Context: an optimization exercise on an open-source flow, tuned for small area and a short achievable clock period. The choices shown serve that exercise and are no tape-out recipe. The RTL was checked by simulation tests, not by an equivalence proof against the original design. No activity file was given, so power comes from the tool's default toggle rates.

File: config.mk
export PLATFORM = sky130hd
export DESIGN_NAME = crane_dot4
export DESIGN_NICKNAME = crane_dot4
export VERILOG_FILES = /design/flow/design.v
export SDC_FILE = /design/flow/constraint.sdc
export NUM_CORES = 4
export LEC_CHECK = 0
export ABC_AREA = 1
export CAP_MARGIN = 20
export CORE_MARGIN = 2
export CORE_UTILIZATION = 65
export PLACE_DENSITY = 0.75
export SLEW_MARGIN = 20
File: constraint.sdc
create_clock -name core_clock -period 24.0 [get_ports {clk}]
set_input_delay 4.8000 -clock core_clock [delete_from_list [all_inputs] [get_ports {clk}]]
set_output_delay 4.8000 -clock core_clock [all_outputs]
set_load 0.01 [all_outputs]
File: design.v
module crane_add #(parameter W = 16, parameter SK = 0) (
    input  wire [W-1:0] a,
    input  wire [W-1:0] b,
    input  wire         ci,
    output wire [W-1:0] s
);
    reg [W-1:0] g, p, pp;
    integer i, d;
    always @* begin
        g  = a & b;
        p  = a ^ b;
        pp = p;
        g[0] = g[0] | (p[0] & ci);
        if (SK) begin
            for (d = 1; d < W; d = d * 2)
                for (i = 0; i < W; i = i + 1)
                    if ((i & d) != 0) begin
                        g[i]  = g[i] | (pp[i] & g[(i & ~(2 * d - 1)) + d - 1]);
                        pp[i] = pp[i] & pp[(i & ~(2 * d - 1)) + d - 1];
                    end
        end else begin
            for (d = 1; d < W; d = d * 2)
                for (i = 2 * d - 1; i < W; i = i + 2 * d) begin
                    g[i]  = g[i] | (pp[i] & g[i-d]);
                    pp[i] = pp[i] & pp[i-d];
                end
            for (d = 128; d >= 1; d = d / 2)
                for (i = 3 * d - 1; i < W; i = i + 2 * d) begin
                    g[i]  = g[i] | (pp[i] & g[i-d]);
                    pp[i] = pp[i] & pp[i-d];
                end
        end
    end
    assign s = p ^ {g[W-2:0], ci};
endmodule
module crane_csa #(parameter W = 16) (
    input  wire [W-1:0] a,
    input  wire [W-1:0] b,
    input  wire [W-1:0] c,
    output wire [W-1:0] s,
    output wire [W-1:0] cy
);
    assign s  = a ^ b ^ c;
    assign cy = {(a[W-2:0] & b[W-2:0]) | (a[W-2:0] & c[W-2:0]) | (b[W-2:0] & c[W-2:0]), 1'b0};
endmodule
module crane_mul8 (
    input  wire [7:0]  a,
    input  wire [7:0]  b,
    input  wire        ng,
    output wire [15:0] p
);
    wire [7:0]  an = a ^ {8{ng}};
    wire [15:0] r [0:8];
    genvar i;
    generate
        for (i = 0; i < 7; i = i + 1) begin : g_row
            assign r[i] = {8'd0, ~(an[7] & b[i]), an[6:0] & {7{b[i]}}} << i;
        end
    endgenerate
    assign r[7] = {1'b0, an[7] & b[7], ~(an[6:0] & {7{b[7]}}), 7'd0};
    assign r[8] = {1'b1, 6'd0, ~(ng & b[7]), ng & b[7], b[6:0] & {7{ng}}};
    wire [15:0] s0, c0, s1, c1, s2, c2, s3, c3, s4, c4, s5, c5, s6, c6;
    crane_csa #(16) u0 (r[0], r[1], r[2], s0, c0);
    crane_csa #(16) u1 (r[3], r[4], r[5], s1, c1);
    crane_csa #(16) u2 (r[6], r[7], r[8], s2, c2);
    crane_csa #(16) u3 (s0, c0, s1, s3, c3);
    crane_csa #(16) u4 (c1, s2, c2, s4, c4);
    crane_csa #(16) u5 (s3, c3, s4, s5, c5);
    crane_csa #(16) u6 (s5, c5, c4, s6, c6);
    crane_add #(16, 1) ua (s6, c6, 1'b0, p);
endmodule
module crane_fmt_ctl (
    input  wire [2:0] fmt,
    output wire [8:0] ctl         
);
    assign ctl = {fmt == 3'd5,                        
                  fmt == 3'd4,                        
                  (fmt == 3'd2) | (fmt == 3'd3),      
                  fmt[2:1] == 2'd0,                   
                  fmt == 3'd1,                        
                  fmt == 3'd0,                        
                  (fmt == 3'd0) | (fmt == 3'd3),      
                  (fmt == 3'd1) | (fmt == 3'd2),      
                  fmt == 3'd3};                       
endmodule
module crane_elem_decode (
    input  wire [8:0] ctl,
    input  wire [7:0] code,
    output wire       nf,
    output wire       nz,         
    output wire [7:0] sv,         
    output wire       sg,         
    output wire [4:0] le
);
    wire i8 = ctl[8], e21 = ctl[7], six = ctl[6], fp8 = ctl[5];
    wire e52 = ctl[4], e43 = ctl[3], m3 = ctl[2], m2 = ctl[1], e23 = ctl[0];
    wire c0 = code[0], c1 = code[1], c2 = code[2], c3 = code[3];
    wire c4 = code[4], c5 = code[5], c6 = code[6], c7 = code[7];
    wire [4:0] e = {e52 & c6,
                    (e43 & c6) | (e52 & c5),
                    (e43 & c5) | (m2 & c4),
                    (m3 & c4) | (m2 & c3) | (e21 & c2),
                    (m3 & c3) | (m2 & c2) | (e21 & c1)};
    wire ez = (e == 5'd0);
    wire s  = (fp8 & c7) | (six & c5) | (e21 & c3);
    wire [3:0] m = {m3 & ~ez,
                    (m3 & c2) | (m2 & ~ez),
                    (m3 | m2) ? c1 : (e21 & ~ez),
                    (m3 | m2 | e21) & c0};
    wire mnz = |m;
    assign sv = i8 ? code : {4'd0, m};
    assign sg = s;
    assign nz = i8 ? (|code) : mnz;
    assign le = {e[4:1], e[0] | ez};
    assign nf = (c6 & c5 & c4 & c3 & c2) & (e52 | (e43 & c1 & c0));
endmodule
module crane_lane_s1 (
    input  wire [8:0]  wctl,
    input  wire [8:0]  xctl,
    input  wire        nan,       
    input  wire [7:0]  w,
    input  wire [7:0]  x,
    input  wire [6:0]  cs,        
    input  wire        hi_all,    
    input  wire        hi_none,   
    input  wire [5:0]  hi_lo,     
    input  wire        bg_all,    
    input  wire        bg_none,
    input  wire [5:0]  bg_lo,     
    input  wire        lo_all,    
    input  wire        lo_none,
    input  wire [5:0]  lo_lo,     
    input  wire        en,
    output wire [15:0] p,         
    output wire        keep,      
    output wire        bg,        
    output wire [3:0]  d,         
    output wire [6:0]  sh,        
    output wire        ev_nf,
    output wire        ev_inx,    
    output wire        ev_ovf     
);
    wire       w_nf, x_nf, w_nz, x_nz, w_sg, x_sg;
    wire [7:0] w_sv, x_sv;
    wire [4:0] w_le, x_le;
    crane_elem_decode u_wdec (.ctl(wctl), .code(w), .nf(w_nf), .nz(w_nz), .sv(w_sv), .sg(w_sg), .le(w_le));
    crane_elem_decode u_xdec (.ctl(xctl), .code(x), .nf(x_nf), .nz(x_nz), .sv(x_sv), .sg(x_sg), .le(x_le));
    crane_mul8 u_mul (.a(w_sv), .b(x_sv), .ng(w_sg ^ x_sg), .p(p));                   
    wire        p_nf = w_nf | x_nf | nan;
    wire        live = en & !p_nf & w_nz & x_nz;
    wire [5:0]  l  = {1'b0, w_le} + {1'b0, x_le};
    wire        hi = hi_all | (!hi_none & (l > hi_lo));
    wire        lo = lo_all | (!lo_none & (l < lo_lo));
    assign d      = hi_lo[3:0] - l[3:0];
    assign bg     = bg_all | (!bg_none & (l > bg_lo));
    assign keep   = live & !hi & !lo;
    crane_add #(7, 1) u_sh ({1'b0, l}, cs, 1'b0, sh);
    assign ev_nf  = en & p_nf;
    assign ev_inx = live & lo;
    assign ev_ovf = live & hi;
endmodule
module crane_lane_s2 #(parameter LW = 72) (
    input  wire [15:0]   p,
    input  wire          keep,
    input  wire          bg,
    input  wire [3:0]    d,
    input  wire [6:0]    sh,
    output wire [LW-1:0] t,       
    output wire          rup,     
    output wire          inx,
    output wire          ovf
);
    wire [14:0] mhi  = 15'h7fff << d;                  
    wire [14:0] np   = ~p[14:0];
    wire        big  = p[15] ? ((|(np & mhi)) | (&(np | mhi))) : (|(p[14:0] & mhi));
    wire        ov   = bg & big;
    wire        kill = !keep | ov;
    wire signed [46:0] sa = $signed(p) <<< sh[4:0];
    wire signed [78:0] sb = (sh[5] | kill) ? {sa, 32'd0} : {{32{sa[46]}}, sa};
    wire [LW+13:0] f = (sh[6] | kill) ? {sb[LW-51:0], 64'd0} : {{(LW+14-79){sb[78]}}, sb};
    wire guard  = f[13];
    wire sticky = |f[12:0];
    assign t   = f[LW+13:14];
    assign rup = guard & (sticky | t[0]);
    assign inx = guard | sticky;
    assign ovf = keep & ov;
endmodule
module crane_dot4 (
    input  wire         clk,
    input  wire         rst,
    input  wire         in_valid,
    input  wire         in_acc,
    input  wire [9:0]   in_anchor,
    input  wire [2:0]   in_wfmt,
    input  wire [2:0]   in_xfmt,
    input  wire         in_wmx,
    input  wire         in_xmx,
    input  wire [7:0]   in_wscale,
    input  wire [7:0]   in_xscale,
    input  wire [31:0]  in_w,
    input  wire [31:0]  in_x,
    output reg          out_valid,
    output wire [127:0] out_acc,
    output wire         out_ovf,
    output wire         out_inx,
    output wire         out_nf
);
    localparam G  = 3;                  
    localparam LW = 72;                 
    localparam SW = 74;                 
    wire [8:0] wctl_in, xctl_in;
    crane_fmt_ctl u_wctl (.fmt(in_wfmt), .ctl(wctl_in));
    crane_fmt_ctl u_xctl (.fmt(in_xfmt), .ctl(xctl_in));
    wire [7:0] ws_in = in_wmx ? in_wscale : 8'd127;
    wire [7:0] xs_in = in_xmx ? in_xscale : 8'd127;
    reg        v0, acc0, nan0;
    reg [9:0]  a0;
    reg [8:0]  wctl, xctl;
    reg [7:0]  ws0, xs0;        
    reg [31:0] w0, x0;
    always @(posedge clk) begin
        v0    <= in_valid & ~rst;
        acc0  <= in_acc;
        a0    <= in_anchor;
        wctl  <= wctl_in;
        xctl  <= xctl_in;
        ws0   <= ws_in;
        xs0   <= xs_in;
        nan0  <= (ws_in == 8'hff) | (xs_in == 8'hff);
        w0    <= in_w;
        x0    <= in_x;
    end
    wire [4:0] w_ne = {wctl[4], wctl[3], wctl[6] & wctl[1], wctl[0], wctl[3] | wctl[0] | wctl[7]};
    wire [4:0] x_ne = {xctl[4], xctl[3], xctl[6] & xctl[1], xctl[0], xctl[3] | xctl[0] | xctl[7]};
    wire [5:0] nsum0 = {1'b0, w_ne} + {1'b0, x_ne};
    wire [11:0] ca0 = {4'd0, ws0};
    wire [11:0] ca1 = {4'd0, xs0};
    wire [11:0] ca2 = ~{{2{a0[9]}}, a0};
    wire [11:0] ca3 = ~{6'd0, nsum0};
    wire [11:0] ca4 = 12'hf64;                  
    wire [11:0] xs_0, xc_0, xs_1, xc_1, xs_2, xc_2;
    crane_csa #(12) u_cc0 (ca0, ca1, ca2, xs_0, xc_0);
    crane_csa #(12) u_cc1 (xs_0, xc_0, ca3, xs_1, xc_1);
    crane_csa #(12) u_cc2 (xs_1, xc_1, ca4, xs_2, xc_2);
    wire [11:0] c_sum;
    crane_add #(12, 1) u_cadd (xs_2, xc_2, 1'b0, c_sum);
    wire signed [11:0] c = c_sum;
    wire nan = nan0;
    wire signed [11:0] th_hi = 12'sd114 - c;     
    wire signed [11:0] th_bg = 12'sd99 - c;      
    wire signed [11:0] th_lo = -12'sd12 - c;     
    wire        cneg = c[11];
    wire [6:0]  cs   = cneg ? c[6:0] + 7'd12 : {4'd0, c[2:0]} + 7'd12;
    wire [15:0] p1 [0:3];
    wire [6:0]  sh1 [0:3];
    wire [3:0]  keep1, bg1, ev_nf, ev_inx, ev_ovf;
    wire [3:0]  d1 [0:3];
    genvar i;
    generate
        for (i = 0; i < 4; i = i + 1) begin : g_lane1
            crane_lane_s1 u_lane (
                .wctl(wctl), .xctl(xctl), .nan(nan),
                .w(w0[8*i +: 8]), .x(x0[8*i +: 8]), .cs(cs),
                .hi_all(th_hi[11]), .hi_none(!th_hi[11] && th_hi[10:6] != 5'd0), .hi_lo(th_hi[5:0]),
                .bg_all(th_bg[11]), .bg_none(!th_bg[11] && th_bg[10:6] != 5'd0), .bg_lo(th_bg[5:0]),
                .lo_all(!th_lo[11] && th_lo[10:6] != 5'd0), .lo_none(th_lo[11] || th_lo == 12'sd0),
                .lo_lo(th_lo[5:0]), .en(v0),
                .p(p1[i]), .keep(keep1[i]), .bg(bg1[i]), .d(d1[i]), .sh(sh1[i]),
                .ev_nf(ev_nf[i]), .ev_inx(ev_inx[i]), .ev_ovf(ev_ovf[i])
            );
        end
    endgenerate
    wire [6-G:0] cc1 = cneg ? {(7-G){1'b0}} : c[6:G];
    reg         v1, acc1;
    reg [15:0]  p1r [0:3];
    reg [6:0]   sh1r [0:3];
    reg [3:0]   keep1r, bg1r;
    reg [3:0]   d1r [0:3];
    reg [6-G:0] cc1r;
    reg [2:0]   ev1;
    integer j;
    always @(posedge clk) begin
        v1   <= v0 & ~rst;
        acc1 <= acc0;
        for (j = 0; j < 4; j = j + 1) begin
            p1r[j]  <= p1[j];
            sh1r[j] <= sh1[j];
            d1r[j]  <= d1[j];
        end
        keep1r <= keep1;
        bg1r   <= bg1;
        cc1r   <= cc1;
        ev1    <= {|ev_ovf, |ev_inx, |ev_nf};
    end
    wire [LW-1:0] t [0:3];
    wire [3:0]    rup, inx2, ovf2;
    generate
        for (i = 0; i < 4; i = i + 1) begin : g_lane2
            crane_lane_s2 #(.LW(LW)) u_lane (
                .p(p1r[i]), .keep(keep1r[i]), .bg(bg1r[i]), .d(d1r[i]), .sh(sh1r[i]),
                .t(t[i]), .rup(rup[i]), .inx(inx2[i]), .ovf(ovf2[i])
            );
        end
    endgenerate
    wire [SW-1:0] e0 = {{(SW-LW){t[0][LW-1]}}, t[0]};
    wire [SW-1:0] e1 = {{(SW-LW){t[1][LW-1]}}, t[1]};
    wire [SW-1:0] e2 = {{(SW-LW){t[2][LW-1]}}, t[2]};
    wire [SW-1:0] e3 = {{(SW-LW){t[3][LW-1]}}, t[3]};
    wire [SW-1:0] sa, ca, sb, cb;
    crane_csa #(SW) u_c0 (e0, e1, e2, sa, ca);
    crane_csa #(SW) u_c1 (e3, sa, ca | {{(SW-1){1'b0}}, rup[0]}, sb, cb);
    wire [SW-1:0] lsum;
    crane_add #(SW, 1) u_lsum (sb, cb | {{(SW-1){1'b0}}, rup[1]}, rup[2], lsum);
    reg          v2, acc2;
    reg [SW-1:0] lsum2;
    reg [6-G:0]  cc2;
    reg [2:0]    ev2;
    reg          rup2;
    always @(posedge clk) begin
        rup2  <= rup[3];
        v2    <= v1 & ~rst;
        acc2  <= acc1;
        lsum2 <= lsum;
        cc2   <= cc1r;
        ev2   <= ev1 | {|ovf2, |inx2, 1'b0};
    end
    reg         stale;    
    reg [127:0] acc_r;
    reg [2:0]   flg;
    wire        keep  = acc2 & ~stale;
    wire [127:0] tsum = $signed({{(128-SW){lsum2[SW-1]}}, lsum2}) <<< {cc2, {G{1'b0}}};
    wire [127:0] nacc;
    crane_add #(128) u_acc (acc_r & {128{keep | ~v2}}, tsum, rup2, nacc);
    always @(posedge clk) begin
        out_valid <= v2 & ~rst;
        acc_r     <= nacc;
        if (v2) flg <= (flg & {3{keep}}) | ev2;
        if (rst)     stale <= 1'b1;
        else if (v2) stale <= 1'b0;
    end
    assign out_acc = acc_r;
    assign {out_ovf, out_inx, out_nf} = flg;
endmodule
File: run.sh
#!/bin/bash
# synth_recipe.tcl (not shown) runs the flow's synth.tcl, then flattens the netlist and writes it again
# the make line also repeats each setting of config.mk as NAME=value (left out here)
make -C /OpenROAD-flow-scripts/flow DESIGN_CONFIG=/design/flow/config.mk WORK_HOME=/design/flow/orfs CLKGATE_MAP_FILE= SYNTH_SCRIPT=/design/flow/synth_recipe.tcl finish
==> impl_metrics.tcl, run 1 <==
set metrics [dict create \
    worstHoldPathCells 0 \
    synth.most_common_cell "nand2_1" \
    dieArea_sq_um 83100 \
    die_width_microns 288 \
    areaGrowthSynthToFinish_pct 9.17 \
    grtUsageTotal_pct 48.0 \
    reg2reg_slack_ps 16350 \
    relSlewSlack_pct 16.6 \
    end_kind "register" \
    clk_path_buf_depth 3 \
    cts_buffers 53 \
    p_comb_share_pct 69.9 \
    ys_seq_area_share_pct 17.2 \
    min_period_ps 7650 \
    critPathSlowestCell "nor2_1" \
    p_int_uw 3320 \
    yosysWarningCount 13 \
    hold_viol_final 0 \
    grt_max_degree 79 \
    p_leak_uw 0.0301 \
    met3_length_mm 19.4 \
    viasPerCell 6.11 \
    ys_seq_elements 449 \
    hold_path.class "reg2reg" \
    p_sw_share_pct 56.1 \
    slew_violations 0 \
    reg2reg_depth 32 \
    wirelength_met1_mm 66.8 \
    antenna_found_initial 11 \
    grt-ovfl-total 0 \
    insertion_delay_ps 650 \
    critPathKind "reg2reg" \
    worst_slew_pin_slew_ps 1240 \
    yosysUniqueCellTypes 61 \
    drv_cap 0 \
    fin_nets 8733 \
    clock-sinks 449 \
    synth_edf_count 3 \
    cp_common_cell "nand2_1" \
    io_pins 234 \
    drive_above_1_share_pct 3.37 \
    powerDensity_nw_per_um2 132 \
    synth_area_leaders "dfxtp_1 17%, fa_1 17%, nand2_1 13%" \
    p_clk_share_pct 12.2 \
    synthCells 7651 \
    grt_pass1_wl_mm 303 \
    fp-row-count 104 \
    drc 0 \
    cts_tree "done" \
    ant_nets 0 \
    cp_data_arrival_time_ps 8160 \
    path_clk_slew_ps 70 \
    routed_wl_mm 201 \
    fmax_mhz 131 \
    dp_hpwl_mm 157 \
    async_flop_share_pct 0 \
    gp_congestion 1.11 \
    synth_area_leader_cell "dfxtp_1" \
    die_y_microns 288 \
    cp-start-kind "register" \
    synthesis.area_sq_um 52500 \
    worstReg2RegEnd "lsum2[52]" \
    post-cts-setup-buffers 0 \
    synth_top_area_share_pct 17.0 \
    placed_cells 8702 \
    whs_ps 330 \
    final_area_sq_um 57300 \
    synth_common_cells "1793 x nand2_1, 1259 x inv_1, 808 x nor2_1" \
    cp.buffers_inverters 2 \
    p_seq_share_pct 17.9 \
    first_iter_violations 6070 \
    final_cells 8815 \
    crit_required_ps 24520 \
    htreeDepth 2 \
    io_buffers 233 \
    wl_met2_mm 90.9 \
    max_stage_delay_ps 920 \
    core_sq_um 80300 \
    finalSetupViolCount 0 \
    fin_tns_setup_ps 0 \
    rsz0062_at_grt "no" \
    min_from "acc1" \
    synth_nets 8683 \
    cts_root_buffer "clkbuf_16" \
    num_vias 53900 \
    post_cts_resized 0 \
    critPathTopFamily "simple AND/OR/NAND/NOR gates" \
    min_delay_worst_endpoint "acc2" \
    path_max_fanout 17 \
    total_power_uw 7570 \
    routedWlPerCell_microns 22.8 \
    status "complete, no violations" \
    synthFlopType "dfxtp_1" \
    top_layer_used "met5" \
    drtPass1Iterations 10 \
    ctsHoldBuffers 0 \
    vdd_drop_max_uv 76.0 \
    r2r_start "d1r[1][3]" \
    grt_pass1_vias 52500 \
    syn_area_per_cell_sq_um 6.86 \
    p_sw_uw 4250 \
    place_area_sq_um 55300 \
    fin_crit_sh_pct 31.9 \
    initial_core_util_pct 65.4 \
    fin_skew_ps 34.8 \
]
## cell families after synthesis
| kind of cell | after synthesis | share of synthesized area (%) |
|---|---|---|
| simple gates | 3204 | 24.9 |
| buf+inv | 1566 | 11.4 |
| compound gates | 1270 | 14.1 |
| fa+ha+maj | 930 | 28.5 |
| flops | 449 | 17.2 |
| xor+xnor | 204 | 3.40 |
| mux | 28 | 0.536 |
## area by class of cell
cell class / count / area, sq um
repair buffers: 264 / 2570
diodes: 10 / 25.0
multi-input cells: 5636 / 37500
fillers: 6389 / 23000
clock buffers: 66 / 1490
inverters: 1297 / 4870
flip-flops and latches: 449 / 9030
clock inverters: 33 / 480
well taps: 1060 / 1330
## power by group through the flow
stage / Clock (uW) / Combinational [uW] / Sequential (uW)
4_1_cts: 918 / 5050 / 1340
6_report: 921 / 5290 / 1360
3_5_place_dp: 0 / 4970 / 1350
5_1_grt: 945 / 5750 / 1380
2_1_floorplan: 0 / 3390 / 1230
3_3_place_gp: 0 / 4760 / 1350
## layout by cell type (no fill, tap or decap), types with 12 or more instances in the layout
cell type | Yosys | routed
nand2_1 | 1793 | 1793
inv_1 | 1259 | 1259
nor2_1 | 808 | 808
o21ai_0 | 560 | 548
ha_1 | 488 | 488
fa_1 | 442 | 442
dfxtp_1 | 446 | 442
nand3_1 | 395 | 395
a21oi_1 | 323 | 322
clkdlybuf4s50_1 | 0 | 233
xor2_1 | 163 | 163
o211ai_1 | 67 | 67
clkbuf_16 | 0 | 54
nand4_1 | 52 | 52
nor3_1 | 51 | 51
or2_2 | 45 | 45
o21bai_1 | 41 | 41
xnor2_1 | 41 | 41
a32o_1 | 40 | 40
o21ai_1 | 26 | 34
a21o_1 | 33 | 33
a31oi_1 | 32 | 32
o2111ai_1 | 32 | 32
buf_4 | 6 | 30
mux2i_1 | 27 | 27
inv_2 | 25 | 25
a31o_2 | 17 | 17
o22ai_1 | 16 | 16
a21boi_0 | 15 | 15
o21a_1 | 14 | 14
clkinv_1 | 13 | 12
a22oi_1 | 12 | 12
nor4_1 | 12 | 12
## state kept, by name, indices dropped and copies added, names as in the netlist, 8 cells and up
name,flops
p1r,64
lsum2,74
x0,32
a0,10
xs0,8
wctl,9
ws0,8
w0,32
sh1r,24
acc_r,128
xctl,9
d1r,16
## how the worst max path moves through the flow
stage / startpoint / endpoint / slack, ps / cells past startpoint
after global routing: d1r[1][3] / lsum2[50] / 15690 / 32
after CTS: d1r[1][3] / lsum2[52] / 16500 / 32
after floorplan: wctl[7] / sh1r[1][6] / 18270 / 21
after global placement: d1r[1][3] / lsum2[50] / 16670 / 32
final: d1r[1][3] / lsum2[52] / 16350 / 32
after detailed placement: d1r[1][3] / lsum2[52] / 16550 / 32
## per-layer routing
metal | GRT usage [%] | up-vias
li1 | - | 24400
met2 | 77.6 | 3551
met4 | 45.8 | 6
met5 | 0 | -
met3 | 12.6 | 1119
met1 | 50.7 | 24800
## per-stage QoR
stage / setup WS [ps] / util [%]
after floorplan: 18270 / -
after global placement: 16670 / 68.8
after detailed placement: 16550 / 68.8
after CTS: 16500 / 71.3
after global routing: 15690 / 71.4
final: 16350 / 71.4
==> run 2, diff against run 1 <==
==> flow/run.sh (new file) <==
#!/bin/bash
# Layout flow: the standard layout (standard.sh) with two changes to how
# it is made, none to the constraints it is measured against:
#  - the ports are buffered by the smallest plain buffer instead of the
#    delay buffer ORFS picks by default (every port still gets a buffer);
#  - ORFS's timing repair aims for more setup slack than the default, so
#    that it works on the paths that set the achieved period.
# The full output of the make run goes to flow_make.log in the work folder.
set -euo pipefail
export BUFFER_PORTS_ARGS="-buffer_cell sky130_fd_sc_hd__buf_1"
export SETUP_SLACK_MARGIN=16.5
bash standard.sh finish > flow_make.log 2>&1
==> standard.sh (new file) <==
#!/bin/bash
# synth_recipe.tcl (not shown) runs the flow's synth.tcl, then flattens the netlist and writes it again
# the make line also repeats each setting of config.mk as NAME=value (left out here)
make -C /OpenROAD-flow-scripts/flow DESIGN_CONFIG=/design/flow/config.mk WORK_HOME=/design/flow/orfs CLKGATE_MAP_FILE= SYNTH_SCRIPT=/design/flow/synth_recipe.tcl "${@:-finish}"
--- a/config.mk
+++ b/config.mk
@@ -9,5 +9,6 @@
 export CAP_MARGIN = 20
 export CORE_MARGIN = 2
 export CORE_UTILIZATION = 65
+export CTS_BUF_LIST = sky130_fd_sc_hd__clkbuf_4 sky130_fd_sc_hd__clkbuf_8
 export PLACE_DENSITY = 0.75
 export SLEW_MARGIN = 20
removed: run.sh
==> impl_metrics.tcl, run 2 <==
set metrics [dict create \
    fin_skew_ps 37.3 \
    mostFrequentLayoutCells "1792 x nand2_1, 1258 x inv_1, 806 x nor2_1, 549 x o21ai_0, 488 x ha_1" \
    initial_core_util_pct 65.4 \
    drive_above_1_share_pct 3.99 \
    clock-sinks 449 \
    fp-row-count 104 \
    yosysWarningCount 13 \
    relSlewSlack_pct 5.10 \
    insertion_delay_ps 780 \
    synth_nets 8683 \
    viasPerCell 6.01 \
    rsz0062_at_grt "no" \
    slew_violations 0 \
    dp_hpwl_mm 155 \
    regMostFlops "acc_r" \
    drtPass1Iterations 8 \
    async_flop_share_pct 0 \
    die_width_microns 288 \
    synth_top_area_share_pct 17.0 \
    htreeDepth 3 \
    grtUsageTotal_pct 47.0 \
    synth_common_cells "1793 x nand2_1, 1259 x inv_1, 808 x nor2_1" \
    cp_common_cell "nand2_1" \
    ctsHoldBuffers 0 \
    final_cells 8849 \
    io_buffers 233 \
    drv_cap 0 \
    syn_area_per_cell_sq_um 6.86 \
    gp_congestion 1.13 \
    cts_buffers 80 \
    synthesis.area_sq_um 52500 \
    synth.most_common_cell "nand2_1" \
    ys_seq_elements 449 \
    powerDensity_nw_per_um2 130 \
    synth_area_leader_cell "dfxtp_1" \
    ant_nets 0 \
    fin_tns_setup_ps 0 \
    yosysUniqueCellTypes 61 \
    io_pins 234 \
    routed_wl_mm 196 \
    grt_max_degree 86 \
    cp_data_arrival_time_ps 7860 \
    ys_seq_area_share_pct 17.2 \
    fmax_mhz 139 \
    synth_area_leaders "dfxtp_1 17%, fa_1 17%, nand2_1 13%" \
    finalSetupViolCount 0 \
    clk_path_buf_depth 3 \
    crit_required_ps 24670 \
    grt-ovfl-total 0 \
    grt_pass1_wl_mm 296 \
    die_y_microns 288 \
    fin_crit_sh_pct 29.9 \
    path_clk_slew_ps 60 \
    end_kind "register" \
    post-cts-setup-buffers 0 \
    worst_slew_pin_slew_ps 1410 \
    routedWlPerCell_microns 22.1 \
    hold_viol_final 0 \
    hold_path.class "reg2reg" \
    cts_tree "done" \
    areaGrowthSynthToFinish_pct 5.98 \
    max_stage_delay_ps 550 \
    num_vias 53200 \
    largest_register_ffs 128 \
    first_iter_violations 5870 \
    critPathTopFamily "simple AND/OR/NAND/NOR gates" \
    core_sq_um 80300 \
    cp.buffers_inverters 3 \
    reg_top3 "acc_r x128, lsum2 x74, p1r x64" \
    cp-start-kind "register" \
    cts_root_buffer "clkbuf_8" \
    p_leak_uw 0.0294 \
    synthCells 7651 \
    synthFlopType "dfxtp_1" \
    synth_edf_count 3 \
    path_max_fanout 77 \
    critPathSlowestCell "nand2_1" \
    placed_cells 8701 \
    layout_commonest_cell "nand2_1" \
    fin_nets 8759 \
    drc 0 \
    status "complete, no violations" \
    vdd_drop_max_uv 73.3 \
    grt_pass1_vias 51200 \
    antenna_found_initial 13 \
    critPathKind "reg2reg" \
    min_period_ps 7190 \
    dieArea_sq_um 83100 \
]
run 2: kinds of logic after synthesis:
logic type / count (synthesis) / share of synthesized area [%]
adders and majority gates: 930 / 28.5
muxes: 28 / 0.536
AOI/OAI and AO/OA: 1270 / 14.1
buffers and inverters: 1566 / 11.4
xor gates and xnor gates: 204 / 3.40
DFF: 449 / 17.2
and+or+nand+nor: 3204 / 24.9
run 2: repair_timing:
item / 4_1_cts / 5_1_grt
gates resized for setup: 0 / 10
endpoints found under the hold margin: 0 / 0
setup endpoints to repair: 0 / 50
run 2: per-stage QoR:
stage          utilization, %  worst slack (ps)  total power, uW  hold WS (ps)  area (sq um)
3_3_place_gp             67.0             16760             5960           310         53800
3_5_place_dp             67.0             16620             6150           314         53800
4_1_cts                  69.2             16570             6980           319         55500
6_report                 69.3             16810             7220           320         55600
2_1_floorplan               -             18270             4620           310         52500
5_1_grt                  69.3             16500             7760           327         55600
run 2: routing by layer:
| layer | vias up | part of all wire (%) | track usage, % | wire length, microns |
|---|---|---|---|---|
| met3 | 1048 | 10 | 13.6 | 19600 |
| met4 | 18 | 12 | 44.5 | 22600 |
| met5 | - | 0.083 | 0.114 | 163 |
| li1 | 24500 | - | - | - |
| met1 | 24300 | 34 | 49.7 | 65900 |
| met2 | 3306 | 45 | 75.2 | 87700 |
run 2: layout make-up:
cell class	instances	area [sq um]
Antenna cell	4	10.0
Clock buffer	113	1430
Clock inverter	27	313
Fill cell	6594	24700
Inverter	1297	4880
Multi-Input combinational cell	5636	37500
Sequential cell	449	9030
Tap cell	1060	1330
Timing Repair Buffer	263	1110
run 2: report_power, final:
| part | switching (uW) | total (uW) | internal (uW) |
|---|---|---|---|
| combinational | 3490 | 5060 | 1580 |
| clock | 358 | 800 | 442 |
| sequential | 325 | 1360 | 1040 |
| total | 4170 | 7220 | 3060 |
run 2: path summary, 6_finish.rpt:
kind	cells after the start	to	start	slack [ps]
setup / recovery	28	acc_r[127]	cc2[2]	16810
hold / removal	0	cc2[2]	cc1r[2]	320
setup reg to reg	28	acc_r[127]	cc2[2]	16810
hold reg to reg	0	cc2[2]	cc1r[2]	320
==> run 3, diff against run 2 <==
--- a/flow/run.sh
+++ b/flow/run.sh
@@ -8,5 +8,5 @@
 # The full output of the make run goes to flow_make.log in the work folder.
 set -euo pipefail
 export BUFFER_PORTS_ARGS="-buffer_cell sky130_fd_sc_hd__buf_1"
-export SETUP_SLACK_MARGIN=16.5
+export SETUP_SLACK_MARGIN=17.8
 bash standard.sh finish > flow_make.log 2>&1
--- a/config.mk
+++ b/config.mk
@@ -12,3 +12,4 @@
 export CTS_BUF_LIST = sky130_fd_sc_hd__clkbuf_4 sky130_fd_sc_hd__clkbuf_8
 export PLACE_DENSITY = 0.75
 export SLEW_MARGIN = 20
+export TNS_END_PERCENT = 5
==> impl_metrics.tcl, run 3 <==
set metrics [dict create \
    cts_tree "done" \
    final_cells 8893 \
    yosysWarningCount 13 \
    min_period_ps 6180 \
    synth_top_area_share_pct 17.0 \
    slew_violations 0 \
    grtUsageTotal_pct 46.9 \
    core_sq_um 80300 \
    io_pins 234 \
    total_power_uw 7320 \
    drc 0 \
    synth_area_leaders "dfxtp_1 17%, fa_1 17%, nand2_1 13%" \
    mostFrequentLayoutCells "1775 x nand2_1, 1250 x inv_1, 791 x nor2_1, 532 x o21ai_0, 488 x ha_1" \
    largest_register_ffs 128 \
    num_vias 53600 \
    finalSetupViolCount 0 \
    gp_congestion 1.13 \
    dieArea_sq_um 83100 \
    fin_tns_setup_ps 0 \
    end_kind "register" \
    syn_area_per_cell_sq_um 6.86 \
    layout_commonest_cell "nand2_1" \
    worstReg2RegEnd "p1r[2][15]" \
    startpoint "wctl[2]" \
    cts_buffers 80 \
    p_leak_uw 0.0297 \
    antenna_found_initial 10 \
    regMostFlops "acc_r" \
    cts_root_buffer "clkbuf_8" \
    r2r_start "wctl[2]" \
    cp-start-kind "register" \
    synthFlopType "dfxtp_1" \
    reg2reg_depth 24 \
    path_clk_slew_ps 70 \
    synth.most_common_cell "nand2_1" \
    cp-endpoint "p1r[2][15]" \
    synthCells 7651 \
    grt-ovfl-total 0 \
    hold_path.class "reg2reg" \
    routed_wl_mm 199 \
    grt_max_degree 86 \
    worst_slew_pin_slew_ps 1390 \
    ys_seq_elements 449 \
    clock-sinks 449 \
    hold_viol_final 0 \
    dp_hpwl_mm 155 \
    grt_pass1_wl_mm 296 \
    rsz0062_at_grt "yes" \
    synth_area_leader_cell "dfxtp_1" \
    routedWlPerCell_microns 22.4 \
    synth_nets 8683 \
    die_width_microns 288 \
    drtPass1Iterations 9 \
    path_max_fanout 15 \
    htreeDepth 3 \
    fp-row-count 104 \
    final_area_sq_um 56700 \
    reg2reg_slack_ps 17820 \
    clk_path_buf_depth 3 \
    status "complete, no violations" \
    synth_edf_count 3 \
    fin_skew_ps 39.2 \
    async_flop_share_pct 0 \
    ctsHoldBuffers 0 \
    drive_above_1_share_pct 5.95 \
    ant_nets 0 \
    areaGrowthSynthToFinish_pct 7.98 \
    initial_core_util_pct 65.4 \
    viasPerCell 6.03 \
    critPathKind "reg2reg" \
    powerDensity_nw_per_um2 129 \
    die_y_microns 288 \
    fmax_mhz 162 \
    place_area_sq_um 53800 \
    first_iter_violations 5889 \
    vdd_drop_max_uv 73.1 \
    synthesis.area_sq_um 52500 \
    ys_seq_area_share_pct 17.2 \
    synth_common_cells "1793 x nand2_1, 1259 x inv_1, 808 x nor2_1" \
    insertion_delay_ps 780 \
    drv_cap 0 \
    placed_cells 8701 \
    reg_top3 "acc_r x128, lsum2 x74, p1r x64" \
    yosysUniqueCellTypes 61 \
    relSlewSlack_pct 6.51 \
    grt_pass1_vias 51500 \
    crit_required_ps 24680 \
    cp_data_arrival_time_ps 6860 \
    fin_crit_sh_pct 25.7 \
    io_buffers 233 \
    fin_nets 8803 \
]
## run 3: report_power, final
group / internal (uW) / switching [uW] / total, uW
logic: 1620 / 3540 / 5160
clock network: 442 / 358 / 799
registers: 1040 / 323 / 1360
total: 3100 / 4220 / 7320
## run 3: per-layer routing
layer	vias to the layer above	share of wire (%)	GRT usage (%)
li1	24600	-	-
met1	24500	33	49.8
met2	3419	45	75.3
met3	1137	10	12.7
met4	14	12	45.3
met5	-	0.050	0
## run 3: critical path, stage by stage, from the launching register on
cell,delay [ps]
dfxtp_2,430
nor2_1,160
inv_1,200
nor2_2,370
a22oi_1,160
nand2_1,80
o21ai_0,190
or2_2,350
nand2_1,230
inv_1,130
nand2_1,100
fa_1,450
fa_1,530
fa_1,560
inv_1,70
fa_1,480
inv_1,80
ha_1,310
nand2_1,70
nor3_1,250
a21oi_2,120
o21ai_0,280
a21o_1,200
a21oi_1,80
xnor2_1,190
## run 3: logic make-up (layout without fill, tap and decap cells)
| family | after synthesis | in the layout | share of synthesized area, % |
|---|---|---|---|
| fa+ha+maj | 930 | 930 | 28.5 |
| mux | 28 | 28 | 0.536 |
| compound gates | 1270 | 1271 | 14.1 |
| buf+inv | 1566 | 1742 | 11.4 |
| flops | 449 | 449 | 17.2 |
| other cells | 0 | 4 | 0 |
| simple gates | 3204 | 3205 | 24.9 |
| xor+xnor | 204 | 204 | 3.40 |
## run 3: worst min-delay path by stage
stage | start | to | slack (ps) | cells after the start
6_report | cc1r[2] | cc2[2] | 320 | 0
5_1_grt | acc0 | acc1 | 330 | 0
4_1_cts | cc1r[2] | cc2[2] | 320 | 0
3_5_place_dp | cc1r[2] | cc2[2] | 310 | 0
3_3_place_gp | acc0 | acc1 | 310 | 0
2_1_floorplan | acc0 | acc1 | 310 | 0
## run 3: cell type report
cell class | count | area, sq um
Clock buffer | 113 | 1430
Tap cell | 1060 | 1330
Clock inverter | 27 | 313
Timing Repair inverter | 4 | 22.5
Antenna cell | 4 | 10.0
Sequential cell | 449 | 9090
Timing Repair Buffer | 301 | 1560
Fill cell | 6470 | 23600
Inverter | 1297 | 4930
Multi-Input combinational cell | 5638 | 38000
## run 3: metrics by stage
step                      setup slack (ps)  utilization, %  hold WS (ps)
after floorplan                      18270               -           310
after global placement               16760            67.0           310
after detailed placement             16620            67.0           314
after CTS                            17670            69.4           319
after global routing                 17600            70.6           327
final                                17820            70.6           320
## run 3: timing repair
item,CTS,global route
gates cloned,1,6
pin swaps,2,8
resized for setup,47,161
endpoints found under the setup margin,105,137
hold endpoints to repair,0,0
buffers inserted,2,35
==> run 4, diff against run 3 <==
--- a/config.mk
+++ b/config.mk
@@ -5,7 +5,6 @@
 export SDC_FILE = /design/flow/constraint.sdc
 export NUM_CORES = 4
 export LEC_CHECK = 0
-export ABC_AREA = 1
 export CAP_MARGIN = 20
 export CORE_MARGIN = 2
 export CORE_UTILIZATION = 65
==> impl_metrics.tcl, run 4 <==
set metrics [dict create \
    largest_register_ffs 128 \
    layout_commonest_cell "inv_1" \
    synth_common_cells "600 x inv_1, 596 x nor2_1, 508 x a21oi_1" \
    fin_tns_setup_ps 0 \
    dp_hpwl_mm 137 \
    path_clk_slew_ps 60 \
    synth_nets 7109 \
    num_vias 47700 \
    synth_area_leader_cell "dfxtp_1" \
    drc 0 \
    fin_nets 7367 \
    synth.most_common_cell "inv_1" \
    powerDensity_nw_per_um2 129 \
    dieArea_sq_um 79800 \
    areaGrowthSynthToFinish_pct 13.1 \
    ys_seq_area_share_pct 17.9 \
    cp_data_arrival_time_ps 6950 \
    yosysUniqueCellTypes 100 \
    die_y_microns 282 \
    drtPass1Iterations 9 \
    drv_cap 0 \
    synth_edf_count 3 \
    top_layer_used "met5" \
    cts_tree "done" \
    initial_core_util_pct 65.4 \
    io_pins 234 \
    finish.utilization_pct 73.9 \
    die_width_microns 282 \
    ys_seq_elements 449 \
    ant_nets 0 \
    p_leak_uw 0.0274 \
    reg_top3 "acc_r x128, lsum2 x74, p1r x64" \
    critPathKind "reg2reg" \
    async_flop_share_pct 0 \
    synthFlopType "dfxtp_1" \
    vdd_drop_max_uv 78.6 \
    multi_input_area_sq_um 39400 \
    register_area_sq_um 9160 \
    clk_path_buf_depth 3 \
    hold_viol_final 0 \
    wl_met2_mm 79.9 \
    antenna_found_initial 5 \
    crit_required_ps 24580 \
    synth_area_leaders "dfxtp_1 18%, fa_1 18%, ha_1 12%" \
    gp_congestion 1.09 \
    worst_slew_pin_slew_ps 1270 \
    yosysWarningCount 13 \
    first_iter_violations 4851 \
    min_period_ps 6370 \
    whs_ps 325 \
    finalSetupViolCount 0 \
    insertion_delay_ps 750 \
    final_area_sq_um 57000 \
    grt_max_degree 79 \
    path_max_fanout 7 \
    clock-sinks 449 \
    place_area_sq_um 51900 \
    grt-ovfl-total 0 \
    synthCells 6077 \
    end_kind "register" \
    cp-start-kind "register" \
    fmax_mhz 157 \
    cts_root_buffer "clkbuf_8" \
    regMostFlops "acc_r" \
    met3_length_mm 16.3 \
    grtUsageTotal_pct 43.0 \
    grt_pass1_vias 45700 \
    grt_pass1_wl_mm 262 \
    hold_path.class "reg2reg" \
    cts_buffers 80 \
    synthesis.area_sq_um 50400 \
    core_sq_um 77100 \
    fin_skew_ps 49.1 \
    status "complete, no violations" \
    viasPerCell 6.40 \
    ctsHoldBuffers 0 \
    slew_violations 0 \
    syn_area_per_cell_sq_um 8.29 \
    fp-row-count 102 \
    drive_above_1_share_pct 12.7 \
    wirelength_met1_mm 63.9 \
    mostFrequentLayoutCells "591 x inv_1, 578 x nor2_1, 475 x nand2_1, 475 x ha_1, 460 x a21oi_1" \
    fin_crit_sh_pct 26.6 \
    htreeDepth 3 \
    n_fill_cell 5864 \
    routedWlPerCell_microns 23.9 \
    synth_top_area_share_pct 17.7 \
    relSlewSlack_pct 14.2 \
    rsz0062_at_grt "yes" \
    io_buffers 233 \
    routed_wl_mm 178 \
]
[run 4: changes by cell type after synthesis, moves of 81 or more]
cell      previous run  this run
nand2b_1             0        81
a21oi_1            323       508
nor2_1             808       596
nand2_1           1793       483
o22ai_1             16        98
and2_1               4       198
o21ai_0            560       304
mux2i_1             27       186
inv_1             1259       600
nand3_1            395        77
a21o_1              33       159
[run 4: path summary, 6_finish.rpt]
path | start | slack, ps | endpoint | cells after the start
max reg2reg | wctl[1] | 17630 | p1r[0][14] | 26
min | cc1r[3] | 330 | cc2[3] | 0
max | wctl[1] | 17630 | p1r[0][14] | 26
min reg2reg | cc1r[3] | 330 | cc2[3] | 0
[run 4: layer usage]
metal  vias up  track usage [%]
li1      21300                -
met1     22600             49.2
met2      2857             69.4
met3       902             9.73
met4         2             34.5
met5         -                0
[run 4: critical path: stages (launching register included)]
cell	delay, ps
dfxtp_4	380
a222oi_1	450
nand2_1	220
nor4_4	210
buf_4	200
o21ai_2	100
xor2_1	180
buf_4	160
nor2_1	140
fa_1	450
fa_1	490
inv_1	50
fa_1	470
inv_1	40
ha_1	270
fa_1	410
a21o_1	180
a21o_1	210
a21oi_2	200
o21bai_1	140
a21o_1	200
a21o_1	220
a21oi_2	210
nor2b_1	100
o21ai_2	150
a21oi_1	90
xor2_1	300
[run 4: logic make-up (layout without fill, tap and decap cells)]
| family | Yosys count | after routing | share of synthesized area [%] |
|---|---|---|---|
| buffers and inverters | 901 | 1222 | 6.75 |
| adder cells (fa/ha/maj) | 941 | 941 | 29.9 |
| AO/OA/AOI/OAI | 1498 | 1499 | 18.7 |
| multiplexers | 263 | 263 | 5.77 |
| flip-flops | 449 | 449 | 17.9 |
| other | 0 | 3 | 0 |
| AND/OR/NAND/NOR | 1753 | 1753 | 16.3 |
| XOR/XNOR | 272 | 272 | 4.77 |
[run 4: cell type report]
class / count / share of cell area (%)
clock inverters: 27 / 0.608
repair buffers: 462 / 5.09
multi-input cells: 4728 / 69.1
flip-flops and latches: 449 / 16.1
clock buffers: 119 / 2.72
well taps: 1040 / 2.28
inverters: 614 / 4.10
diodes: 3 / 0.0132
[run 4: report_power, final]
| group | switching, uW | total, uW | internal, uW |
|---|---|---|---|
| Clock | 357 | 849 | 492 |
| Combinational | 3170 | 5060 | 1900 |
| Sequential | 391 | 1420 | 1030 |
[run 4: per-stage QoR]
stage | setup WS [ps] | total power [uW] | instances
after floorplan | 17710 | 4530 | 6077
after global placement | 16060 | 5890 | 7116
after detailed placement | 15920 | 6000 | 7116
after CTS | 17740 | 7040 | 7377
after global routing | 17420 | 7810 | 7441
final | 17630 | 7340 | 7442
[run 4: timing repair]
| item | 4_1_cts | 5_1_grt |
|---|---|---|
| pin swaps | 76 | 115 |
| setup buffers | 109 | 56 |
| cloned | 6 | 6 |
| setup endpoints to repair | 128 | 86 |
| resized for setup | 251 | 202 |
==> run 5, diff against run 4 <==
--- a/flow/run.sh
+++ b/flow/run.sh
@@ -8,5 +8,5 @@
 # The full output of the make run goes to flow_make.log in the work folder.
 set -euo pipefail
 export BUFFER_PORTS_ARGS="-buffer_cell sky130_fd_sc_hd__buf_1"
-export SETUP_SLACK_MARGIN=17.8
+export SETUP_SLACK_MARGIN=18.5
 bash standard.sh finish > flow_make.log 2>&1
--- a/config.mk
+++ b/config.mk
@@ -5,6 +5,7 @@
 export SDC_FILE = /design/flow/constraint.sdc
 export NUM_CORES = 4
 export LEC_CHECK = 0
+export ABC_AREA = 1
 export CAP_MARGIN = 20
 export CORE_MARGIN = 2
 export CORE_UTILIZATION = 65
==> impl_metrics.tcl, run 5 <==
set metrics [dict create \
    status "complete, no violations" \
    p_leak_uw 0.0305 \
    total_power_uw 7770 \
    drive_above_1_share_pct 10.0 \
    grt_max_degree 91 \
    num_vias 56200 \
    drv_cap 0 \
    crit_required_ps 19200 \
    finalSetupViolCount 0 \
    layout_commonest_cell "nand2_1" \
    synth_nets 8683 \
    met3_usage_pct 14.7 \
    grt_pass1_vias 52000 \
    ctsHoldBuffers 0 \
    fin_crit_sh_pct 25.6 \
    hold_path.class "reg2reg" \
    antenna_found_initial 17 \
    ys_seq_area_share_pct 17.2 \
    dp_hpwl_mm 156 \
    p_comb_share_pct 71.2 \
    async_flop_share_pct 0 \
    dieArea_sq_um 83100 \
    relSlewSlack_pct 14.8 \
    worst_slew_pin_slew_ps 1280 \
    yosysWarningCount 13 \
    synth_area_leader_cell "dfxtp_1" \
    die_y_microns 288 \
    die_width_microns 288 \
    synth.most_common_cell "nand2_1" \
    routedWlPerCell_microns 23.8 \
    worst_slack_ps 17850 \
    hold_viol_final 0 \
    fp-row-count 104 \
    synthesis.area_sq_um 52500 \
    cp_data_arrival_time_ps 1350 \
    fin_nets 8909 \
    fmax_mhz 163 \
    io_buffers 233 \
    p_sw_uw 4460 \
    drtPass1Iterations 12 \
    io_pins 234 \
    end_kind "output pin" \
    mostFrequentLayoutCells "1736 x nand2_1, 1223 x inv_1, 781 x nor2_1, 507 x o21ai_0, 467 x ha_1" \
    grtUsageTotal_pct 48.6 \
    gp_congestion 1.12 \
    met1_usage_pct 51.2 \
    htreeDepth 3 \
    p_clk_share_pct 11.3 \
    critPathSlowestCell "edfxtp_1" \
    grt-ovfl-total 0 \
    clock-sinks 449 \
    cts_buffers 83 \
    slew_violations 0 \
    cp-start-kind "register" \
    grt.busiest_layer "met2" \
    fin_tns_setup_ps 0 \
    first_iter_violations 7168 \
    core_sq_um 80300 \
    p_int_uw 3310 \
    p_seq_share_pct 17.5 \
    yosysUniqueCellTypes 61 \
    synth_top_area_share_pct 17.0 \
    critPathKind "reg2out" \
    synthFlopType "dfxtp_1" \
    viasPerCell 6.23 \
    rsz0062_at_grt "yes" \
    ant_nets 0 \
    fin_skew_ps 69.6 \
    clk_path_buf_depth 3 \
    place_ws_ps 16370 \
    synth_common_cells "1793 x nand2_1, 1259 x inv_1, 808 x nor2_1" \
    regMostFlops "acc_r" \
    max_stage_delay_ps 420 \
    powerDensity_nw_per_um2 131 \
    p_sw_share_pct 57.4 \
    min_period_ps 6150 \
    routed_wl_mm 215 \
    path_cells "buf_1" \
    synthCells 7651 \
    largest_register_ffs 128 \
    synth_edf_count 3 \
    drc 0 \
    syn_area_per_cell_sq_um 6.86 \
    reg_top3 "acc_r x128, lsum2 x74, p1r x64" \
    grt_pass1_wl_mm 304 \
    cp.buffers_inverters 1 \
    critPathTopFamily "flip-flops" \
    n_fill_cell 6032 \
    vdd_drop_max_uv 90.1 \
    areaGrowthSynthToFinish_pct 12.6 \
    path_max_fanout 2 \
    insertion_delay_ps 800 \
    path_clk_slew_ps 80 \
    whs_ps 324 \
    ys_seq_elements 449 \
    cts_root_buffer "clkbuf_8" \
    cts_tree "done" \
    use_met2_pct 77.2 \
    initial_core_util_pct 65.4 \
    synth_area_leaders "dfxtp_1 17%, fa_1 17%, nand2_1 13%" \
]
==> run 5: metal layers <==
metal	up-vias	share of wire, %
met5	-	0.066
met4	22	13
met3	1550	11
met2	4238	44
met1	25600	32
li1	24800	-
==> run 5: worst paths after layout <==
| path | startpoint | end | slack (ps) | cells past startpoint |
|---|---|---|---|---|
| worst max-delay path | flg[2] | out_ovf | 17850 | 1 |
| worst min-delay path | cc1r[1] | cc2[1] | 320 | 0 |
| worst max register to register | wctl[7] | p1r[0][15] | 17910 | 26 |
| worst min register to register | cc1r[1] | cc2[1] | 320 | 0 |
==> run 5: cell families (layout without fill, tap and decap cells) <==
logic type	after synthesis	count (layout)	synth area share [%]
xor+xnor	204	204	3.40
flops	449	449	17.2
buf+inv	1566	1857	11.4
fa+ha+maj	930	930	28.5
compound gates	1270	1270	14.1
mux	28	28	0.536
simple gates	3204	3207	24.9
other cells	0	12	0
==> run 5: cell type report <==
class	instances	area (sq um)	share of cell area [%]
Clock buffer	120	1530	2.58
Inverter	1297	4970	8.41
Timing Repair Buffer	402	2570	4.34
Multi-Input combinational cell	5639	39100	66.2
Antenna cell	12	30.0	0.0508
Tap cell	1060	1330	2.24
Sequential cell	449	9120	15.4
Timing Repair inverter	5	37.5	0.0635
Clock inverter	33	393	0.665
==> run 5: power by group through the flow <==
stage	Sequential, uW	Clock, uW	Combinational [uW]
after floorplan	1230	0	3390
after global placement	1330	0	4650
after detailed placement	1330	0	4840
after CTS	1330	868	4990
after global routing	1380	903	5960
final	1360	881	5530
==> run 5: what timing repair did <==
action                     4_1_cts  5_1_grt
pin swaps                       17       64
setup buffers                   40       79
setup endpoints to repair      292      336
cloned                          12        1
gates resized for setup        195      332
==> run 5: per-stage QoR <==
stage,area [sq um],utilization (%),cells
floorplan,52500,-,7651
global placement,53800,67.1,8708
detailed placement,53800,67.1,8708
CTS,56900,70.8,8913
global route,59100,73.6,9007
finish,59100,73.6,9017
==> run 6, diff against run 5 <==
--- a/flow/run.sh
+++ b/flow/run.sh
@@ -8,5 +8,5 @@
 # The full output of the make run goes to flow_make.log in the work folder.
 set -euo pipefail
 export BUFFER_PORTS_ARGS="-buffer_cell sky130_fd_sc_hd__buf_1"
-export SETUP_SLACK_MARGIN=18.5
+export SETUP_SLACK_MARGIN=18.0
 bash standard.sh finish > flow_make.log 2>&1
--- a/config.mk
+++ b/config.mk
@@ -12,4 +12,4 @@
 export CTS_BUF_LIST = sky130_fd_sc_hd__clkbuf_4 sky130_fd_sc_hd__clkbuf_8
 export PLACE_DENSITY = 0.75
 export SLEW_MARGIN = 20
-export TNS_END_PERCENT = 5
+export TNS_END_PERCENT = 0
==> impl_metrics.tcl, run 6 <==
set metrics [dict create \
    die_y_microns 288 \
    synth_common_cells "1793 x nand2_1, 1259 x inv_1, 808 x nor2_1" \
    io_buffers 233 \
    finish.utilization_pct 70.8 \
    drive_above_1_share_pct 6.38 \
    max_stage_delay_ps 390 \
    yosysUniqueCellTypes 61 \
    synthFlopType "dfxtp_1" \
    grt_max_degree 86 \
    antenna_found_initial 15 \
    finalSetupViolCount 0 \
    ys_seq_area_share_pct 17.2 \
    grt_pass1_wl_mm 297 \
    path_max_fanout 2 \
    initial_core_util_pct 65.4 \
    clk_path_buf_depth 3 \
    core_sq_um 80300 \
    p_leak_uw 0.0298 \
    worstHoldPathCells 0 \
    whs_ps 323 \
    fin_tns_setup_ps 0 \
    gp_congestion 1.13 \
    fin_nets 8816 \
    first_iter_violations 5804 \
    ctsHoldBuffers 0 \
    async_flop_share_pct 0 \
    largest_register_ffs 128 \
    worstReg2RegEnd "acc_r[127]" \
    powerDensity_nw_per_um2 129 \
    status "complete, no violations" \
    yosysWarningCount 13 \
    rsz0062_at_grt "yes" \
    min_from "acc0" \
    fin_skew_ps 46.9 \
    num_vias 53800 \
    synthCells 7651 \
    cts_buffers 80 \
    cts_root_buffer "clkbuf_8" \
    min_period_ps 6140 \
    fmax_mhz 163 \
    hold_path.class "reg2reg" \
    path_clk_slew_ps 60 \
    regMostFlops "acc_r" \
    fin_crit_sh_pct 25.6 \
    drtPass1Iterations 10 \
    synth_area_leaders "dfxtp_1 17%, fa_1 17%, nand2_1 13%" \
    fp-row-count 104 \
    worst_slew_pin_slew_ps 1120 \
    grt_pass1_vias 51600 \
    viasPerCell 6.05 \
    cp_data_arrival_time_ps 1340 \
    insertion_delay_ps 780 \
    critPathTopFamily "flip-flops" \
    dp_hpwl_mm 155 \
    cp.buffers_inverters 1 \
    synth_top_area_share_pct 17.0 \
    r2r_start "cc2[0]" \
    syn_area_per_cell_sq_um 6.86 \
    path_cells "buf_1" \
    routedWlPerCell_microns 22.4 \
    cp-start-kind "register" \
    drv_cap 0 \
    ys_seq_elements 449 \
    crit_required_ps 19200 \
    dieArea_sq_um 83100 \
    reg2reg_depth 31 \
    synth_nets 8683 \
    areaGrowthSynthToFinish_pct 8.27 \
    grtUsageTotal_pct 47.2 \
    synthesis.area_sq_um 52500 \
    hold_viol_final 0 \
    die_width_microns 288 \
    relSlewSlack_pct 25.0 \
    ant_nets 0 \
    startpoint "acc_r[74]" \
    vdd_drop_max_uv 72.5 \
    routed_wl_mm 200 \
    end_kind "output pin" \
    reg_top3 "acc_r x128, lsum2 x74, p1r x64" \
    synth_edf_count 3 \
    io_pins 234 \
    synth_area_leader_cell "dfxtp_1" \
    layout_commonest_cell "nand2_1" \
    min_delay_worst_endpoint "acc1" \
    clock-sinks 449 \
    reg2reg_slack_ps 17910 \
    mostFrequentLayoutCells "1766 x nand2_1, 1249 x inv_1, 791 x nor2_1, 518 x o21ai_0, 488 x ha_1" \
    htreeDepth 3 \
    grt-ovfl-total 0 \
    synth.most_common_cell "nand2_1" \
    critPathSlowestCell "dfxtp_1" \
    drc 0 \
    slew_violations 0 \
    cts_tree "done" \
    critPathKind "reg2out" \
]
run 6: through the flow:
stage | power [uW] | cells | worst slack, ps | cell area (sq um)
3_5_place_dp | 6150 | 8701 | 16620 | 53800
5_1_grt | 7870 | 8903 | 17700 | 56800
3_3_place_gp | 5960 | 8701 | 16760 | 53800
4_1_cts | 7010 | 8853 | 17850 | 55900
6_report | 7350 | 8907 | 17860 | 56800
2_1_floorplan | 4620 | 7651 | 18270 | 52500
run 6: layer usage:
metal / wire (microns) / vias up / track usage, %
met5: 152 / - / 0
met4: 23600 / 22 / 44.7
met3: 20700 / 1172 / 13.2
met2: 88800 / 3506 / 75.8
met1: 66500 / 24600 / 50.2
li1: - / 24600 / -
run 6: area by class of cell:
| class | count | area, sq um |
|---|---|---|
| antenna | 5 | 12.5 |
| clock inverter | 27 | 313 |
| tap | 1060 | 1330 |
| timing repair buffer | 315 | 1630 |
| multi-input combinational | 5637 | 38100 |
| clock buffer | 113 | 1430 |
| sequential | 449 | 9090 |
| timing repair inverter | 4 | 22.5 |
| fill | 6438 | 23500 |
| inverter | 1297 | 4930 |
run 6: worst max path at each step:
stage / end / slack, ps / depth (start not counted)
after CTS: out_nf / 17850 / 1
after floorplan: sh1r[1][6] / 18270 / 21
final: out_acc[74] / 17860 / 1
after detailed placement: lsum2[50] / 16620 / 32
after global placement: lsum2[63] / 16760 / 32
after global routing: p1r[2][15] / 17700 / 27
run 6: cells by family after synthesis:
kind of cell | synth area share [%]
xor gates and xnor gates | 3.40
DFF | 17.2
muxes | 0.536
buffers and inverters | 11.4
AOI/OAI and AO/OA | 14.1
and+or+nand+nor | 24.9
adders and majority gates | 28.5
run 6: power breakdown:
part	leakage [uW]	switching (uW)	internal [uW]
logic	0.0251	3550	1630
registers	0.00376	322	1040
clock network	0.000889	359	442
run 6: repair_timing:
| item | CTS | global route |
|---|---|---|
| gates cloned | 2 | 4 |
| pin swaps | 3 | 9 |
| buffers inserted | 10 | 39 |
| resized for setup | 81 | 165 |
| endpoints found under the setup margin | 260 | 311 |
==> run 7, diff against run 6 <==
--- a/flow/run.sh
+++ b/flow/run.sh
@@ -8,5 +8,5 @@
 # The full output of the make run goes to flow_make.log in the work folder.
 set -euo pipefail
 export BUFFER_PORTS_ARGS="-buffer_cell sky130_fd_sc_hd__buf_1"
-export SETUP_SLACK_MARGIN=18.0
+export SETUP_SLACK_MARGIN=17.8
 bash standard.sh finish > flow_make.log 2>&1
--- a/config.mk
+++ b/config.mk
@@ -8,8 +8,8 @@
 export ABC_AREA = 1
 export CAP_MARGIN = 20
 export CORE_MARGIN = 2
-export CORE_UTILIZATION = 65
+export CORE_UTILIZATION = 70
 export CTS_BUF_LIST = sky130_fd_sc_hd__clkbuf_4 sky130_fd_sc_hd__clkbuf_8
-export PLACE_DENSITY = 0.75
+export PLACE_DENSITY = 0.8
 export SLEW_MARGIN = 20
-export TNS_END_PERCENT = 0
+export TNS_END_PERCENT = 5
==> impl_metrics.tcl, run 7 <==
set metrics [dict create \
    io_pins 234 \
    slew_violations 0 \
    cp.buffers_inverters 4 \
    grt_pass1_wl_mm 292 \
    fin_nets 8797 \
    synth_area_leaders "dfxtp_1 17%, fa_1 17%, nand2_1 13%" \
    grt_pass1_vias 51600 \
    dp_hpwl_mm 149 \
    insertion_delay_ps 760 \
    status "complete, no violations" \
    critPathKind "reg2reg" \
    grt-ovfl-total 0 \
    vdd_drop_max_uv 75.5 \
    fin_crit_sh_pct 25.8 \
    finalSetupViolCount 0 \
    clock-sinks 449 \
    drv_cap 0 \
    cts_tree "done" \
    drc 0 \
    drtPass1Iterations 10 \
    reg_top3 "acc_r x128, lsum2 x74, p1r x64" \
    first_iter_violations 6993 \
    io_buffers 233 \
    grtUsageTotal_pct 49.2 \
    largest_register_ffs 128 \
    drive_above_1_share_pct 5.79 \
    yosysWarningCount 13 \
    path_clk_slew_ps 70 \
    crit_required_ps 24660 \
    cp_common_cell "fa_1" \
    min_period_ps 6180 \
    async_flop_share_pct 0 \
    path_max_fanout 7 \
    grt_max_degree 86 \
    clk_path_buf_depth 3 \
    core_sq_um 74300 \
    rsz0062_at_grt "yes" \
    critPathSlowestCell "fa_1" \
    synth_common_cells "1793 x nand2_1, 1259 x inv_1, 808 x nor2_1" \
    synth.most_common_cell "nand2_1" \
    routed_wl_mm 194 \
    areaGrowthSynthToFinish_pct 7.42 \
    yosysUniqueCellTypes 61 \
    cts_buffers 78 \
    fmax_mhz 162 \
    end_kind "register" \
    gp_congestion 1.14 \
    critPathTopFamily "adder cells" \
    final_area_sq_um 56400 \
    synthFlopType "dfxtp_1" \
    hold_viol_final 0 \
    fin_skew_ps 80.2 \
    die_y_microns 278 \
    synthesis.area_sq_um 52500 \
    mostFrequentLayoutCells "1782 x nand2_1, 1249 x inv_1, 794 x nor2_1, 529 x o21ai_0, 488 x ha_1" \
    fin_tns_setup_ps 0 \
    routedWlPerCell_microns 22.0 \
    regMostFlops "acc_r" \
    hold_path.class "reg2reg" \
    synth_nets 8683 \
    layout_commonest_cell "nand2_1" \
    syn_area_per_cell_sq_um 6.86 \
    die_width_microns 278 \
    powerDensity_nw_per_um2 129 \
    num_vias 54200 \
    max_stage_delay_ps 540 \
    synth_edf_count 3 \
    fp-row-count 100 \
    dieArea_sq_um 77200 \
    htreeDepth 3 \
    ys_seq_elements 449 \
    place_area_sq_um 53700 \
    synth_top_area_share_pct 17.0 \
    n_fill_cell 5649 \
    ys_seq_area_share_pct 17.2 \
    cp-start-kind "register" \
    ant_nets 0 \
    viasPerCell 6.16 \
    p_leak_uw 0.0296 \
    relSlewSlack_pct 19.1 \
    initial_core_util_pct 70.6 \
    synth_area_leader_cell "dfxtp_1" \
    antenna_found_initial 15 \
    cts_root_buffer "clkbuf_8" \
    worst_slew_pin_slew_ps 1200 \
    cp_data_arrival_time_ps 6840 \
    synthCells 7651 \
]
[run 7: cell count changes in the layout (fill, tap and decap cells not counted), moves of 4 or more]
cell,previous run,this run
diode_2,5,9
clkinv_2,12,17
buf_4,66,49
o21ai_0,518,529
nand2_1,1766,1782
o21ai_1,59,45
nand2_2,23,11
buf_1,229,233
clkbuf_8,94,87
[run 7: per-layer routing]
| metal | track usage [%] | part of all wire, % | routed length [microns] | vias to the layer above |
|---|---|---|---|---|
| li1 | - | - | - | 24500 |
| met1 | 52.8 | 33 | 63800 | 24700 |
| met2 | 77.5 | 44 | 84900 | 3722 |
| met3 | 14.6 | 11 | 20400 | 1293 |
| met4 | 46.7 | 13 | 24400 | 10 |
| met5 | 0.250 | 0.037 | 71 | - |
[run 7: stage by stage]
step	utilization, %	total power, uW	setup slack, ps	std cells	hold WS, ps
floorplan	-	4620	18270	7651	310
global placement	72.2	5900	16610	8609	310
detailed placement	72.2	6110	16310	8609	318
CTS	74.5	6900	17640	8745	330
global route	75.9	7750	17640	8793	336
finish	75.9	7250	17820	8798	331
[run 7: path summary, 6_finish.rpt]
path	from	endpoint	slack [ps]	cells past startpoint
worst max-delay path	wctl[1]	p1r[2][15]	17820	26
worst min-delay path	cc1r[0]	cc2[0]	330	0
worst max register to register	wctl[1]	p1r[2][15]	17820	26
worst min register to register	cc1r[0]	cc2[0]	330	0
[run 7: kinds of logic after synthesis]
group,count (synthesis),share of synthesized area [%]
buffers and inverters,1566,11.4
multiplexers,28,0.536
AND/OR/NAND/NOR,3204,24.9
adder cells (fa/ha/maj),930,28.5
XOR/XNOR,204,3.40
flip-flops,449,17.2
AO/OA/AOI/OAI,1270,14.1
[run 7: area by class of cell]
type / instances / area (sq um) / area share [%]
Antenna cell: 9 / 22.5 / 0.0399
Clock buffer: 104 / 1320 / 2.34
Clock inverter: 31 / 299 / 0.530
Inverter: 1297 / 4940 / 8.76
Multi-Input combinational cell: 5638 / 38000 / 67.4
Sequential cell: 449 / 9100 / 16.1
Tap cell: 969 / 1210 / 2.15
Timing Repair Buffer: 298 / 1490 / 2.64
Timing Repair inverter: 3 / 17.5 / 0.0311
[run 7: power breakdown]
group          switching [uW]  leakage [uW]  internal, uW  total [uW]
combinational            3510        0.0250          1610        5120
clock                     358      0.000833           404         762
sequential                320       0.00376          1040        1360
total                    4190        0.0296          3060        7250
[run 7: what timing repair did]
| action | in CTS | in global routing |
|---|---|---|
| hold buffers | 0 | 0 |
| endpoints found under the setup margin | 111 | 185 |
| gates cloned | 0 | 6 |
| resized for setup | 35 | 169 |
| setup buffers | 1 | 32 |
| endpoints found under the hold margin | 0 | 0 |
| pin swaps | 1 | 7 |

## static timing again, ports no longer ideal
In the flow no input, the clock included, has a driving cell. The finished layouts below were timed again as built, in two steps. Step 1 (the two cells are an assumption about what drives the block):
set clk [get_ports {clk}]
set_driving_cell -lib_cell sky130_fd_sc_hd__clkbuf_16 $clk
set_driving_cell -lib_cell sky130_fd_sc_hd__buf_2 [delete_from_list [all_inputs] $clk]
Step 2 moves the port delays by t, midway between the first and last clock arrival at a register: inputs arrive t later, outputs are due t later. That takes back most of the time a late clock gives input paths. Slacks: no drivers / after step 1 / after step 2; pairs: no drivers / after step 1.
run | t (ns) | slack for setup (ns) | worst hold slack (ns) | clock arrival spread, ns | worst data-port slew with drivers (ns)
run 1 | 0.704 | 16.353 / 16.353 / 16.353 | 0.330 / 0.330 / 0.330 | 0.036 / 0.036 | 0.07
run 2 | 0.832 | 16.814 / 16.814 / 16.814 | 0.320 / 0.320 / 0.320 | 0.038 / 0.038 | 0.07
run 3 | 0.828 | 17.824 / 17.788 / 17.824 | 0.320 / 0.320 / 0.320 | 0.042 / 0.041 | 0.06
run 4 | 0.794 | 17.626 / 17.626 / 17.626 | 0.325 / 0.325 / 0.325 | 0.050 / 0.049 | 0.10
run 5 | 0.838 | 17.850 / 17.775 / 17.915 | 0.324 / 0.324 / 0.324 | 0.074 / 0.074 | 0.06
run 6 | 0.831 | 17.864 / 17.790 / 17.914 | 0.323 / 0.323 / 0.323 | 0.048 / 0.048 | 0.07
run 7 | 0.795 | 17.819 / 17.785 / 17.819 | 0.331 / 0.331 / 0.331 | 0.080 / 0.080 | 0.06
After both steps setup and hold are still met in every run listed.
